This design comes from an exercise in tuning for small area, a short achievable clock period and few clock cycles per item on the open sky130 flow, not from production work.
The RTL was checked by simulation tests, not by an equivalence proof against the original design.

==> flow/design.v (excerpt) <==
module crc_unit (
    input  wire        clk,
    input  wire        rst,              
    input  wire [6:0]  cfg_width,        
    input  wire [63:0] cfg_poly,         
    input  wire [63:0] cfg_init,
    input  wire [63:0] cfg_xorout,
    input  wire [5:0]  cfg_opts,         
    input  wire [63:0] cfg_prefix,       
    input  wire [3:0]  cfg_prefix_len,   
    input  wire [11:0] cfg_alive_off,
    input  wire        in_valid,
    output wire        in_ready,
    input  wire        in_sof,
    input  wire        in_eof,
    input  wire [3:0]  in_count,         
    input  wire [63:0] in_data,          
    input  wire        discard,
    input  wire        rebase,
    output reg         res_valid,
    output reg  [63:0] res_value,
    output reg  [2:0]  res_verdict,      
    output reg  [31:0] messages,
    output reg  [31:0] rejections
);
Size in the first run: ~490 I/O pins.
export LEC_CHECK = 0
export CAP_MARGIN = 20
export CORE_MARGIN = 2
export CORE_UTILIZATION = 30
export SETUP_SLACK_MARGIN = 1.5
export SLEW_MARGIN = 20
export SYNTH_HIERARCHICAL = 1
export BUFFER_PORTS_ARGS = -buffer_cell sky130_fd_sc_hd__buf_2
create_clock -name core_clock -period 45.0 [get_ports {clk}]
standard.sh (not shown) runs the stock make flow with config.mk's settings and CLKGATE_MAP_FILE= SYNTH_SCRIPT=/design/flow/synth_recipe.tcl, a recipe that flattens the netlist after the stock synthesis.
==> flow/flow/run.sh <==
#!/bin/bash
# The standard layout (standard.sh: the standard synthesis and ORFS
# steps, unchanged), with two changes to how the layout is made:
#  - the port buffers that global placement puts on every input and output
#    are sky130_fd_sc_hd__buf_2 instead of the default delay cell;
#  - the timing repair steps (floorplan, CTS, global route) aim for more
#    setup slack than the default margin, so that they size up the gates on
#    the slowest paths.  The clock period and constraints are the standard flow's.
# The whole make output goes to standard.log; ORFS keeps each step's log
# under orfs/logs.
set -euo pipefail
echo "export BUFFER_PORTS_ARGS = -buffer_cell sky130_fd_sc_hd__buf_2" >> config.mk
bash standard.sh SETUP_SLACK_MARGIN=35.2 finish > standard.log 2>&1
Testbench counts at the start, summed over its fixed seeds: cycles 12,820, octets 87,825.
Edit:
--- a/flow/design.v
+++ b/flow/design.v
@@ -22,13 +22,20 @@
     output reg  [2:0]  res_verdict,      
     output reg  [31:0] messages,
     output reg  [31:0] rejections
 );
     localparam [2:0] V_NONE = 3'd0, V_OK = 3'd1, V_DIFFERS = 3'd2,
                      V_OOS  = 3'd3, V_BASE = 3'd4;
-    localparam [3:0] S_RDY  = 4'd0, S_LOAD = 4'd1, S_IDLE = 4'd2, S_P0 = 4'd3, S_P1 = 4'd4, S_P2 = 4'd5, S_P3 = 4'd6, S_PF = 4'd7, S_PC = 4'd8;
+    localparam [2:0] S_RDY  = 3'd0,   
+                     S_LOAD = 3'd1,   
+                     S_IDLE = 3'd2,   
+                     S_P0   = 3'd3,   
+                     S_P1   = 3'd4,   
+                     S_P2   = 3'd5,   
+                     S_P3   = 3'd6,   
+                     S_PF   = 3'd7;   
     integer i, j;
     genvar  gt, gi;
     reg        rst_q;
     reg [5:0]  opts_q;
     reg [6:0]  w_q;
     reg [11:0] aoff_q;
@@ -51,13 +58,13 @@
             k_oh[i] <= (k_w == i);
         pref  <= opts_q[2] && (plen_q != 4'd0);
     end
     reg [63:0] poly_q;       
     reg [63:0] mu_q;         
     reg [63:0] start_q;      
-    reg [3:0]  seq_q;
+    reg [2:0]  seq_q;
     reg        rdy_q;
     reg        rdy_o;        
     assign in_ready = rdy_o;
     reg        v0, sof0, eof0, pf0, d0, rb0;
     reg [3:0]  c0;
     reg [8:0]  c0h;          
@@ -212,24 +219,24 @@
     always @(*) begin
         open_next = open_q;
         if (active) open_next = !eof0;
         if (d0 || rst_q) open_next = 1'b0;
     end
     wire restart = (!in_valid && !open_next && !(active && eof0)) || rst;
-    function [3:0] adv(input [3:0] s, input p);
+    function [2:0] adv(input [2:0] s, input p);
         case (s)
             S_RDY:   adv = S_RDY;
             S_P3:    adv = p ? S_PF : S_RDY;
-            S_PC:    adv = S_RDY;
-            default: adv = s + 4'd1;
+            S_PF:    adv = S_RDY;
+            default: adv = s + 3'd1;
         endcase
     endfunction
-    wire [3:0] seq_adv  = adv(seq_q, pref);
+    wire [2:0] seq_adv  = adv(seq_q, pref);
     wire       pfsel    = (seq_q == S_P3) && pref;
     wire       x0_poly  = !rdy_q && !pfsel;           
-    wire [3:0] seq_next = restart ? (x0_poly ? S_IDLE : S_LOAD) : seq_adv;
+    wire [2:0] seq_next = restart ? (x0_poly ? S_IDLE : S_LOAD) : seq_adv;
     wire       capn = rdy_q || pfsel;                 
     reg  [8:0] inh, n0, n1, n_seq, n_pf;
     reg [16:0] dsn, ds_pf;
     always @(*) begin
         case (seq_adv)
             S_P0, S_P1: n_seq = 9'b000000010;
@@ -291,27 +298,26 @@
         end
         if (seq_q == S_P0)
             start_q <= sh_out;
         if (seq_q == S_P1) mu_q[55:48] <= q[7:0];
         if (seq_q == S_P2) mu_q[47:32] <= q[15:0];
         if (seq_q == S_P3) mu_q[31:0]  <= q[31:0];
-        if (seq_q == S_PC)
-            start_q <= crc_q;
+        if (v0 && pf0)
+            start_q <= R_out;
         crc_q  <= R_out;
         hold_q <= hold_new;
         arem_q <= arem_new;
         ctr_q  <= ctr_new;
         d_q    <= d_next;
         open_q <= open_next;
         e1     <= active && eof0 && !rst_q;
         res_valid   <= e1 && !rst && !rst_q;
         res_value   <= result;
         res_verdict <= verdict;
         messages   <= messages + {31'd0, e1 && !(&messages)};
-        if (e1 && reject && !(&rejections))
-            rejections <= rejections + 32'd1;
+        rejections <= rejections + {31'd0, e1 && reject && !(&rejections)};
         if (e1) begin
             if (opt_verify && match && opt_alive &&
                 (verdict == V_BASE || verdict == V_OK)) begin
                 base_q      <= ctr_q;
                 base_held_q <= 1'b1;
             end
=>
- worst setup slack gets better by 0.021 ns
- first-iteration DRC count came out lower by 1.4%
- design area came out higher by 0.50%
- maximum frequency barely changes
- register-to-register slack gets worse by 0.12 ns
- worst hold slack barely changes
- cell count came out lower by 1.4%
- via count drops by 1.7%
- core utilization went up by 0.52 points
- count of clock-buffer cells in the layout falls by 13
- wire length decreases by 1.2%
- clock skew decreases by 0.036 ns
Testbench counts after the change, summed over its fixed seeds: cycles 12,804, octets 87,825.

---

== west ==
RTL: one of the versions met above, not the one the previous note started from.
Size in the first run: ~12000 cells after synthesis, ~490 I/O pins.
export LEC_CHECK = 0
export CAP_MARGIN = 20
export CORE_MARGIN = 2
export CORE_UTILIZATION = 30
export SETUP_SLACK_MARGIN = 1.5
export SLEW_MARGIN = 20
export SYNTH_HIERARCHICAL = 1
export BUFFER_PORTS_ARGS = -buffer_cell sky130_fd_sc_hd__buf_2
create_clock -name core_clock -period 45.0 [get_ports {clk}]
==> flow/flow/run.sh <==
#!/bin/bash
# The standard layout (standard.sh: the standard synthesis and ORFS
# steps, unchanged), with two changes to how the layout is made:
#  - the port buffers that global placement puts on every input and output
#    are sky130_fd_sc_hd__buf_2 instead of the default delay cell;
#  - the timing repair steps (floorplan, CTS, global route) aim for more
#    setup slack than the default margin, so that they size up the gates on
#    the slowest paths.  The clock period and constraints are the standard flow's.
# The whole make output goes to standard.log; ORFS keeps each step's log
# under orfs/logs.
set -euo pipefail
echo "export BUFFER_PORTS_ARGS = -buffer_cell sky130_fd_sc_hd__buf_2" >> config.mk
bash standard.sh SETUP_SLACK_MARGIN=34.8 finish > standard.log 2>&1
Testbench counts of west, summed over its fixed seeds: cycles 12,804, octets 87,825.
Edits applied to the flow inputs when going from west to north:
--- a/flow/design.v
+++ b/flow/design.v
@@ -20,24 +20,17 @@
     output reg         res_valid,
     output reg  [63:0] res_value,
     output reg  [2:0]  res_verdict,      
     output reg  [31:0] messages,
     output reg  [31:0] rejections
 );
     localparam [2:0] V_NONE = 3'd0, V_OK = 3'd1, V_DIFFERS = 3'd2,
                      V_OOS  = 3'd3, V_BASE = 3'd4;
-    localparam [2:0] S_RDY  = 3'd0,   
-                     S_LOAD = 3'd1,   
-                     S_IDLE = 3'd2,   
-                     S_P0   = 3'd3,   
-                     S_P1   = 3'd4,   
-                     S_P2   = 3'd5,   
-                     S_P3   = 3'd6,   
-                     S_PF   = 3'd7;   
+    localparam [3:0] S_RDY  = 4'd0, S_LOAD = 4'd1, S_IDLE = 4'd2, S_P0 = 4'd3, S_P1 = 4'd4, S_P2 = 4'd5, S_P3 = 4'd6, S_PF = 4'd7, S_PC = 4'd8;
     integer i, j;
     genvar  gt, gi;
     reg        rst_q;
     reg [5:0]  opts_q;
     reg [6:0]  w_q;
     reg [11:0] aoff_q;
     reg [3:0]  plen_q;
     reg [63:0] xo_q;
@@ -56,17 +49,17 @@
         k_q   <= k_w;
         for (i = 0; i < 9; i = i + 1)
             k_oh[i] <= (k_w == i);
         pref  <= opts_q[2] && (plen_q != 4'd0);
     end
     reg [63:0] poly_q;       
     reg [63:0] mu_q;         
     reg [63:0] start_q;      
-    reg [2:0]  seq_q;
+    reg [3:0]  seq_q;
     reg        rdy_q;
     reg        rdy_o;        
     assign in_ready = rdy_o;
     reg        v0, sof0, eof0, pf0, d0, rb0;
     reg [3:0]  c0;
     reg [8:0]  c0h;          
     reg [63:0] x0;
     reg [16:0] dsx;          
@@ -217,28 +210,28 @@
     wire reject = (verdict == V_DIFFERS) || (verdict == V_OOS);
     reg open_next;
     always @(*) begin
         open_next = open_q;
         if (active) open_next = !eof0;
         if (d0 || rst_q) open_next = 1'b0;
     end
     wire restart = (!in_valid && !open_next && !(active && eof0)) || rst;
-    function [2:0] adv(input [2:0] s, input p);
+    function [3:0] adv(input [3:0] s, input p);
         case (s)
             S_RDY:   adv = S_RDY;
             S_P3:    adv = p ? S_PF : S_RDY;
-            S_PF:    adv = S_RDY;
-            default: adv = s + 3'd1;
+            S_PC:    adv = S_RDY;
+            default: adv = s + 4'd1;
         endcase
     endfunction
-    wire [2:0] seq_adv  = adv(seq_q, pref);
+    wire [3:0] seq_adv  = adv(seq_q, pref);
     wire       pfsel    = (seq_q == S_P3) && pref;
     wire       x0_poly  = !rdy_q && !pfsel;           
-    wire [2:0] seq_next = restart ? (x0_poly ? S_IDLE : S_LOAD) : seq_adv;
+    wire [3:0] seq_next = restart ? (x0_poly ? S_IDLE : S_LOAD) : seq_adv;
     wire       capn = rdy_q || pfsel;                 
     reg  [8:0] inh, n0, n1, n_seq, n_pf;
     reg [16:0] dsn, ds_pf;
     always @(*) begin
         case (seq_adv)
             S_P0, S_P1: n_seq = 9'b000000010;
             S_P2:       n_seq = 9'b000000100;
             S_P3:       n_seq = 9'b000010000;
@@ -296,30 +289,31 @@
             mu_q    <= {mu8, 56'd0};
             start_q <= cfg_init;
         end
         if (seq_q == S_P0)
             start_q <= sh_out;
         if (seq_q == S_P1) mu_q[55:48] <= q[7:0];
         if (seq_q == S_P2) mu_q[47:32] <= q[15:0];
         if (seq_q == S_P3) mu_q[31:0]  <= q[31:0];
-        if (v0 && pf0)
-            start_q <= R_out;
+        if (seq_q == S_PC)
+            start_q <= crc_q;
         crc_q  <= R_out;
         hold_q <= hold_new;
         arem_q <= arem_new;
         ctr_q  <= ctr_new;
         d_q    <= d_next;
         open_q <= open_next;
         e1     <= active && eof0 && !rst_q;
         res_valid   <= e1 && !rst && !rst_q;
         res_value   <= result;
         res_verdict <= verdict;
         messages   <= messages + {31'd0, e1 && !(&messages)};
-        rejections <= rejections + {31'd0, e1 && reject && !(&rejections)};
+        if (e1 && reject && !(&rejections))
+            rejections <= rejections + 32'd1;
         if (e1) begin
             if (opt_verify && match && opt_alive &&
                 (verdict == V_BASE || verdict == V_OK)) begin
                 base_q      <= ctr_q;
                 base_held_q <= 1'b1;
             end
         end
         if (rb0)
Notes after the runs:
Count of clock-buffer cells in the layout in north vs west: up about 5%
Per the comparison of north with west, non-clock buffer count down 40; number of setup buffers added after CTS down 40; count of vias placed by the detailed router up about 0.8%; detailed-route vias per instance down 0.33%.
The final reports for north and west show number of instances in the synthesized netlist higher in the former.
Per the comparison of north with west, critical path depth rose by 30.
Relative to west, met1 wire length has decreased by 1.3% in north.
Comparing time the worst path needs with I/O delays and setup for west and north, the bigger number came from north.
Testbench counts of north, summed over its fixed seeds: cycles 12,820, octets 87,825.

---

crc_unit with an RTL version that a note above also has.
For scale: about 12000 cells after synthesis, about 0.092 mm2 of cells after synthesis.
// crc_unit
module crc_unit (
    input  wire        clk,
    input  wire        rst,              
    input  wire [6:0]  cfg_width,        
    input  wire [63:0] cfg_poly,         
    input  wire [63:0] cfg_init,
    input  wire [63:0] cfg_xorout,
    input  wire [5:0]  cfg_opts,         
    input  wire [63:0] cfg_prefix,       
    input  wire [3:0]  cfg_prefix_len,   
    input  wire [11:0] cfg_alive_off,
    input  wire        in_valid,
    output wire        in_ready,
    input  wire        in_sof,
    input  wire        in_eof,
    input  wire [3:0]  in_count,         
    input  wire [63:0] in_data,          
    input  wire        discard,
    input  wire        rebase,
    output reg         res_valid,
    output reg  [63:0] res_value,
    output reg  [2:0]  res_verdict,      
    output reg  [31:0] messages,
    output reg  [31:0] rejections
);
==> flow/config.mk <==
export PLATFORM = sky130hd
export DESIGN_NAME = crc_unit
export DESIGN_NICKNAME = crc_unit
export VERILOG_FILES = /design/flow/design.v
export SDC_FILE = /design/flow/constraint.sdc
export NUM_CORES = 8
export LEC_CHECK = 0
export CAP_MARGIN = 20
export CORE_MARGIN = 2
export CORE_UTILIZATION = 40
export CTS_CLUSTER_DIAMETER = 100
export CTS_CLUSTER_SIZE = 20
export SETUP_SLACK_MARGIN = 1.5
export SLEW_MARGIN = 20
export SYNTH_HIERARCHICAL = 1
export BUFFER_PORTS_ARGS = -buffer_cell sky130_fd_sc_hd__buf_2
==> flow/constraint.sdc <==
create_clock -name core_clock -period 45.0 [get_ports {clk}]
set_input_delay 9.0000 -clock core_clock [delete_from_list [all_inputs] [get_ports {clk}]]
set_output_delay 9.0000 -clock core_clock [all_outputs]
set_load 0.01 [all_outputs]
==> flow/flow/run.sh <==
#!/bin/bash
# The standard layout (standard.sh: the standard synthesis and ORFS
# steps, unchanged), with two changes to how the layout is made:
#  - the port buffers that global placement puts on every input and output
#    are sky130_fd_sc_hd__buf_2 instead of the default delay cell;
#  - the timing repair steps (floorplan, CTS, global route) aim for more
#    setup slack than the default margin, so that they size up the gates on
#    the slowest paths.  The clock period and constraints are the standard flow's.
# The whole make output goes to standard.log; ORFS keeps each step's log
# under orfs/logs.
set -euo pipefail
echo "export BUFFER_PORTS_ARGS = -buffer_cell sky130_fd_sc_hd__buf_2" >> config.mk
bash standard.sh SETUP_SLACK_MARGIN=35.2 finish > standard.log 2>&1
The first run finished with timing, DRC and antenna clean.
Testbench counts at the start, summed over its fixed seeds: cycles 12,820, octets 87,825.
Next try:
--- a/flow/design.v
+++ b/flow/design.v
@@ -16,25 +16,33 @@
     input  wire [3:0]  in_count,         
     input  wire [63:0] in_data,          
     input  wire        discard,
     input  wire        rebase,
     output reg         res_valid,
     output reg  [63:0] res_value,
     output reg  [2:0]  res_verdict,      
     output reg  [31:0] messages,
     output reg  [31:0] rejections
 );
     localparam [2:0] V_NONE = 3'd0, V_OK = 3'd1, V_DIFFERS = 3'd2,
                      V_OOS  = 3'd3, V_BASE = 3'd4;
-    localparam [3:0] S_RDY  = 4'd0, S_LOAD = 4'd1, S_IDLE = 4'd2, S_P0 = 4'd3, S_P1 = 4'd4, S_P2 = 4'd5, S_P3 = 4'd6, S_PF = 4'd7, S_PC = 4'd8;
+    localparam [3:0] S_RDY  = 4'd0,   
+                     S_LOAD = 4'd1,   
+                     S_IDLE = 4'd2,   
+                     S_P0   = 4'd3,   
+                     S_P1   = 4'd4,   
+                     S_P2   = 4'd5,   
+                     S_P3   = 4'd6,   
+                     S_PF   = 4'd7,   
+                     S_PC   = 4'd8;   
     integer i, j;
     genvar  gt, gi;
     reg        rst_q;
     reg [5:0]  opts_q;
     reg [6:0]  w_q;
     reg [11:0] aoff_q;
     reg [3:0]  plen_q;
     reg [63:0] xo_q;
     wire opt_refin  = opts_q[0];
     wire opt_refout = opts_q[1];
     wire opt_alive  = opts_q[3];
     wire opt_verify = opts_q[4];
@@ -46,27 +54,26 @@
     wire [3:0] k_w = opt_verify ? ((w_q + 7'd7) >> 3) : 4'd0;
     always @(posedge clk) begin
         align <= 7'd64 - w_q;
         k_q   <= k_w;
         for (i = 0; i < 9; i = i + 1)
             k_oh[i] <= (k_w == i);
         pref  <= opts_q[2] && (plen_q != 4'd0);
     end
     reg [63:0] poly_q;       
     reg [63:0] mu_q;         
     reg [63:0] start_q;      
     reg [3:0]  seq_q;
-    reg        rdy_q;
-    reg        rdy_o;        
-    assign in_ready = rdy_o;
+    reg        rdy_q;        
+    assign in_ready = rdy_q;
     reg        v0, sof0, eof0, pf0, d0, rb0;
     reg [3:0]  c0;
     reg [8:0]  c0h;          
     reg [63:0] x0;
     reg [16:0] dsx;          
     reg [8:0]  n0_q;         
     reg [8:0]  n1_q;         
     reg        r_poly;       
     reg        s_cfg;        
     reg [63:0] crc_q;        
     reg [63:0] hold_q;       
     reg [8:0]  d_q;          
@@ -215,28 +222,29 @@
         if (d0 || rst_q) open_next = 1'b0;
     end
     wire restart = (!in_valid && !open_next && !(active && eof0)) || rst;
     function [3:0] adv(input [3:0] s, input p);
         case (s)
             S_RDY:   adv = S_RDY;
             S_P3:    adv = p ? S_PF : S_RDY;
             S_PC:    adv = S_RDY;
             default: adv = s + 4'd1;
         endcase
     endfunction
     wire [3:0] seq_adv  = adv(seq_q, pref);
+    wire       rdy      = (seq_adv == S_RDY);
     wire       pfsel    = (seq_q == S_P3) && pref;
-    wire       x0_poly  = !rdy_q && !pfsel;           
+    wire       x0_poly  = !rdy && !pfsel;             
     wire [3:0] seq_next = restart ? (x0_poly ? S_IDLE : S_LOAD) : seq_adv;
-    wire       capn = rdy_q || pfsel;                 
+    wire       capn = rdy || pfsel;                   
     reg  [8:0] inh, n0, n1, n_seq, n_pf;
     reg [16:0] dsn, ds_pf;
     always @(*) begin
         case (seq_adv)
             S_P0, S_P1: n_seq = 9'b000000010;
             S_P2:       n_seq = 9'b000000100;
             S_P3:       n_seq = 9'b000010000;
             default:    n_seq = 9'b000000001;
         endcase
         for (i = 0; i < 9; i = i + 1) begin
             n_pf[i] = (plen_q == i);
             inh[i]  = (in_count == i);
@@ -247,45 +255,44 @@
         for (i = 0; i < 9; i = i + 1)
             for (j = 0; j < 9; j = j + 1) begin
                 if (i >= j) begin
                     n0[i-j] = n0[i-j] | (inh[i] & d_next[j]);
                     n1[i-j] = n1[i-j] | (inh[i] & k_oh[j]);
                 end else begin
                     n0[0] = n0[0] | (inh[i] & d_next[j]);
                     n1[0] = n1[0] | (inh[i] & k_oh[j]);
                 end
                 dsn[8-i+j] = dsn[8-i+j] | (inh[i] & k_oh[j]);
             end
     end
-    wire        capb  = in_valid && rdy_q;            
-    wire [8:0]  n0_n  = rdy_q ? (in_valid ? n0 : 9'd1) : n_seq;
+    wire        capb  = in_valid && rdy;              
+    wire [8:0]  n0_n  = rdy ? (in_valid ? n0 : 9'd1) : n_seq;
     wire [8:0]  n1_n  = pfsel ? n_pf : n1;
     wire [16:0] dsx_n = pfsel ? ds_pf : capb ? dsn : 17'd0;
     always @(posedge clk) begin
         rst_q  <= rst;
         opts_q <= cfg_opts;
         w_q    <= cfg_width;
         aoff_q <= cfg_alive_off;
         plen_q <= cfg_prefix_len;
         xo_q   <= cfg_xorout;
         seq_q <= seq_next;
         rdy_q <= !restart && (adv(seq_adv, pref) == S_RDY);
-        rdy_o <= !restart && (adv(seq_adv, pref) == S_RDY);
-        v0   <= (in_valid && rdy_q) || (pfsel && !restart);
+        v0   <= (in_valid && rdy) || (pfsel && !restart);
         sof0 <= pfsel || (capb && in_sof);
         eof0 <= !pfsel && capb && in_eof;
         pf0  <= pfsel;
         c0   <= pfsel ? plen_q : capb ? in_count : 4'd0;
         c0h  <= pfsel ? n_pf : capb ? inh : 9'd1;
-        x0   <= rdy_q ? in_data : pfsel ? cfg_prefix : cfg_poly;
+        x0   <= rdy ? in_data : pfsel ? cfg_prefix : cfg_poly;
         d0   <= discard && !in_valid;
         rb0  <= rebase && !in_valid;
         n0_q   <= n0_n;
         n1_q   <= n1_n;
         dsx    <= dsx_n;
         r_poly <= !capn && (seq_adv == S_P0);
         s_cfg  <= !capn;
         if (seq_q == S_IDLE) begin
             poly_q  <= sh_out;
             mu_q    <= {mu8, 56'd0};
             start_q <= cfg_init;
         end
After rerunning:
- cell count increases by 0.94%
- design area increases by about 0.7%
- synthesized area increases by 0.70%
- core utilization increases by 0.14 points
- worst setup slack got worse by 0.037 ns
- clock skew decreases by 0.0056 ns
- wire length increases by 4.5%
- via count increases by 1.6%
- global-route usage increases by 1.8 points
Testbench counts after the change, summed over its fixed seeds: cycles 12,820, octets 87,825.

what the ideal ports hide:
In the flow no input, the clock included, has a driving cell. The finished layouts below were timed again as built, in two steps.
Step 1 assumes that a clkbuf_16 drives the clock port and a buf_2 every other input.
Step 2 adds t to the input delays and takes it off the output delays; t is the mean of the earliest and latest rising clock arrival at the registers after step 1. Input paths then give back, and output paths get back, about the clock's delay inside the block.
a / b / c = ideal ports / drivers / drivers and shift; a / b = the first two.
run	t (ns)	setup slack, ns	latest minus earliest clock arrival (ns)
the first run of note 1	0.827	34.732 / 34.624 / 34.256	0.064 / 0.064
the second run of note 1	0.830	34.752 / 34.665 / 34.377	0.028 / 0.028
west	0.817	34.736 / 34.655 / 34.039	0.051 / 0.051
north	0.827	34.679 / 34.629 / 34.147	0.064 / 0.064
the first run of note 3	0.788	34.769 / 34.675 / 34.321	0.063 / 0.063
the second run of note 3	0.789	34.731 / 34.644 / 34.208	0.058 / 0.058
After both steps every run listed still meets setup and hold. The setup slack of west, which loses most, moves by -0.081 ns with the drivers and by -0.697 ns with both steps.
